This is an optimization exercise on Yosys and OpenROAD, whose aim is small area, not a production implementation. Where RTL was checked, it was by simulation tests only, not by an equivalence proof against the original. Power and IR drop assume default switching activity.

## v11
==> module sd_div, before the edit <==
module sd_div #(
  parameter W = 9             
) (
  input  wire         first,
  input  wire [W-1:0] init,   
  input  wire [W-1:0] rem,    
  input  wire         in,     
  input  wire [W:0]   dm1,    
  output wire [W-1:0] rem_n,
  output wire         q
);
  wire [W-1:0] prev = first ? init : rem;
  wire [W:0]   t    = {prev, in};
  wire [W:0]   s;                                   
  wire         c;
  sd_add #(.W(W+1)) u_sub (.a(t), .b(~dm1), .ci(1'b0), .s(s), .co(c));
  assign q     = c;
  assign rem_n = q ? s[W-1:0] : t[W-1:0];
endmodule
export LEC_CHECK = 0
export CAP_MARGIN = 20
export CORE_MARGIN = 2
export CORE_UTILIZATION = 40
export CTS_BUF_LIST = sky130_fd_sc_hd__clkbuf_8
export CTS_CLUSTER_DIAMETER = 60
export CTS_CLUSTER_SIZE = 16
export SLEW_MARGIN = 20
create_clock -name core_clock -period 10.0 [get_ports {clk}]
standard.sh (not shown) runs the stock make flow with config.mk's settings and CLKGATE_MAP_FILE= SYNTH_SCRIPT=/design/flow/synth_recipe.tcl, a recipe that flattens the netlist after the stock synthesis.
==> flow/flow/run.sh <==
#!/bin/bash
# The standard layout (the standard.sh, standard synthesis unchanged), with
# two placement/CTS choices passed to ORFS through its own variables:
#  - every input and output port is still buffered, by buf_1 rather than the
#    delay buffer buffer_ports picks by default;
#  - clock tree synthesis without dummy loads.
# make's full output goes to standard_flow.log; each ORFS step keeps its own
# log under orfs/logs/.
set -euo pipefail
export BUFFER_PORTS_ARGS="-buffer_cell sky130_fd_sc_hd__buf_1"
export CTS_ARGS="-sink_clustering_enable -repair_clock_nets -dont_use_dummy_load -sink_clustering_size 16 -sink_clustering_max_diameter 60 -buf_list sky130_fd_sc_hd__clkbuf_8"
bash standard.sh finish > standard_flow.log 2>&1
Finished, but not clean: v11, with negative setup slack.
> inputs changed (v11 -> v20)
==> flow/design.v, changed modules only <==
module sd_div #(
  parameter W = 9             
) (
  input  wire         first,
  input  wire [W-1:0] init,   
  input  wire [W-1:0] rem,    
  input  wire         in,     
  input  wire [W:0]   dm1,    
  output wire [W-1:0] rem_n,
  output wire         q
);
  wire [W-1:0] prev = first ? init : rem;
  wire [W:0]   t    = {prev, in};
  wire [W+1:0] s    = {1'b0, t} + {1'b1, ~dm1};    
  assign q     = ~s[W+1];
  assign rem_n = q ? s[W-1:0] : t[W-1:0];
endmodule
Notes after the runs:
- v11 finished every stage; the final checks, however, were not passed, the failures being negative setup slack.
- v20 finished every step from synthesis to the final layout, and the layout passed the timing, design-rule and antenna checks.
- Worst voltage drop across the vdd grid: v20 lower than v11
- Per the comparison of v20 with v11, met1 usage in global routing shrank by 0.65 points, end-of-flow core utilization shrank by 1.2 points, maximum frequency grew by 0.029 GHz, data arrival time of the critical path shrank by 2340 ps, final-layout clock buffer total shrank by about 2%.
- Re number of vias after detailed routing: v11 and v20 aren't equal, and the lower value belongs to v11.
- The number of buffer and inverter stages on the critical path in v20 sits 7 below the value recorded for v11.
- Number of gates on the worst path with buffers counted: v11 and v20 compared, lower one is v20

the baseline:
sd_channel, a different RTL version from the one above (not shown whole).
For scale: about 1800 cells after synthesis, ~560 flip-flops, roughly 110 I/O pins, roughly 22000 um2 of cells after synthesis.
make LEC_CHECK=0 CAP_MARGIN=20 CORE_MARGIN=2 CORE_UTILIZATION=40 CTS_BUF_LIST=sky130_fd_sc_hd__clkbuf_8 CTS_CLUSTER_DIAMETER=60 CTS_CLUSTER_SIZE=16 SLEW_MARGIN=20 finish   # period 10.0 ns
run.sh (not shown) runs the stock make flow with config.mk's settings and CLKGATE_MAP_FILE= SYNTH_SCRIPT=/design/flow/synth_recipe.tcl, a recipe that flattens the netlist after the stock synthesis.
Stock flow here: none of the scripts above is used.
### the baseline -> the candidate
--- a/flow/design.v
+++ b/flow/design.v
@@ -2,26 +2,28 @@
   parameter W = 9             
 ) (
   input  wire         first,
   input  wire [W-1:0] init,   
   input  wire [W-1:0] rem,    
   input  wire         in,     
   input  wire [W:0]   dm1,    
   output wire [W-1:0] rem_n,
   output wire         q
 );
   wire [W-1:0] prev = first ? init : rem;
   wire [W:0]   t    = {prev, in};
-  wire [W+1:0] s    = {1'b0, t} + {1'b1, ~dm1};    
-  assign q     = ~s[W+1];
+  wire [W:0]   s;                                   
+  wire         c;
+  sd_add #(.W(W+1)) u_sub (.a(t), .b(~dm1), .ci(1'b0), .s(s), .co(c));
+  assign q     = c;
   assign rem_n = q ? s[W-1:0] : t[W-1:0];
 endmodule
 module sd_add #(
   parameter W = 8
 ) (
   input  wire [W-1:0] a,
   input  wire [W-1:0] b,
   input  wire         ci,
   output wire [W-1:0] s,
   output wire         co
 );
   wire [W:0] c;
@@ -70,59 +72,53 @@
       cen_hi <= en_hi;
       cen_lo <= en_lo;
       thr_hi <= hi;
       thr_lo <= lo;
     end
   end
   wire [9:0] osr_m1;
   wire [6:0] fm1;
   sd_add #(.W(10)) u_osr_m1 (.a(osr), .b(10'h3ff), .ci(1'b0), .s(osr_m1), .co());
   sd_add #(.W(7))  u_fm1    (.a(f),   .b(7'h7f),   .ci(1'b0), .s(fm1),    .co());
   reg running;
   wire take = running && bit_valid;
-  reg       have_last;
-  reg       last_bit;
-  reg [8:0] run_len;
-  wire       same  = have_last && (bit_in == last_bit);
+  reg        pbit;        
+  reg  [8:0] run_len;
+  wire       have_last;
+  wire       same  = have_last && (bit_in == pbit);
   wire       stuck = same && (run_len == 9'd255);
   wire       eval  = take && !stuck;
   always @(posedge clk) begin
     if (rst) begin
       running <= 1'b0;
       lost    <= 1'b0;
     end else if (start) begin
       running <= 1'b1;
       lost    <= 1'b0;
     end else if (take && stuck) begin
       running <= 1'b0;
       lost    <= 1'b1;
     end
   end
   wire [8:0] run_inc;
   sd_add #(.W(9)) u_run (.a(run_len), .b(9'd0), .ci(1'b1), .s(run_inc), .co());
   always @(posedge clk) begin
-    if (start) begin
-      have_last <= 1'b0;
-      run_len   <= 9'd0;
-    end else if (take) begin
-      have_last <= 1'b1;
-      last_bit  <= bit_in;
-      run_len   <= same ? run_inc : 9'd0;
-    end
+    if (start)     run_len <= 9'd0;
+    else if (take) run_len <= same ? run_inc : 9'd0;
   end
-  reg       pbit;         
   reg       upd;          
   reg       va, vb, vf;   
   reg [6:0] nb;           
   reg       wr;           
+  assign have_last = wr || (nb != 7'd0);
   wire       nb_ge_f, nb_ge_2f, nb_ge_2fm2;
   wire [6:0] nb_inc;
   sd_add #(.W(7)) u_nbf   (.a(nb), .b(~f), .ci(1'b1), .s(), .co(nb_ge_f));
   sd_add #(.W(8)) u_nb2f  (.a({1'b0, nb}), .b(~{f, 1'b0}), .ci(1'b1), .s(), .co(nb_ge_2f));
   sd_add #(.W(8)) u_nb2f2 (.a({1'b0, nb}), .b(~{fm1, 1'b0}), .ci(1'b1), .s(), .co(nb_ge_2fm2));
   sd_add #(.W(7)) u_nbi   (.a(nb), .b(7'd0), .ci(1'b1), .s(nb_inc), .co());
   always @(posedge clk) begin
     if (rst) upd <= 1'b0;
     else     upd <= eval;
     if (eval) begin
       pbit <= bit_in;
       va   <= wr || nb_ge_f;
- Every stage of the candidate finished as expected; the final checks, on the other hand, flagged setup timing, which means the layout fails.
- The baseline has completed all stages; timing, DRC and antenna checks passed.
- Met2 track utilization from global routing (lower): the candidate
- Compared the candidate against the baseline; sequential power within noise.
- The candidate vs the baseline, instance count: the candidate lower
- Between the candidate and the baseline, the hold slack is lower for the baseline.
- Xor/xnor share of the synthesized area sits lower in the candidate than in the baseline.
- The higher fraction of final layout cells sized beyond drive strength 1 came out of the candidate.
- The via-per-instance ratio in the candidate sits 0.076 below the value recorded for the baseline.
No functional check of the RTL was part of the baseline.

==> what the ideal ports hide <==
The flow's constraints put no driver on any port. The routed layouts listed below were extracted and timed again, unchanged, in two steps. Step 1, drivers: a clkbuf_16 drives clk and a buf_2 each remaining input, both assumed. Step 2 moves the port delays by t, midway between the first and last clock arrival at a register: inputs arrive t later, outputs are due t later. That takes back most of the time a late clock gives input paths. Slacks: ideal ports / drivers / drivers and shift; pairs: ideal ports / drivers.
| run | shift t [ns] | setup WS [ns] | worst setup path after step 2 |
|---|---|---|---|
| v11 | 0.657 | -0.227 / -0.227 / -0.227 | register to register |
| v20 | 0.644 | 2.096 / 2.096 / 2.096 | register to register |
| the baseline | 0.686 | 2.433 / 2.386 / 2.526 | register to register |
| the candidate | 0.675 | -0.266 / -0.266 / -0.266 | register to register |
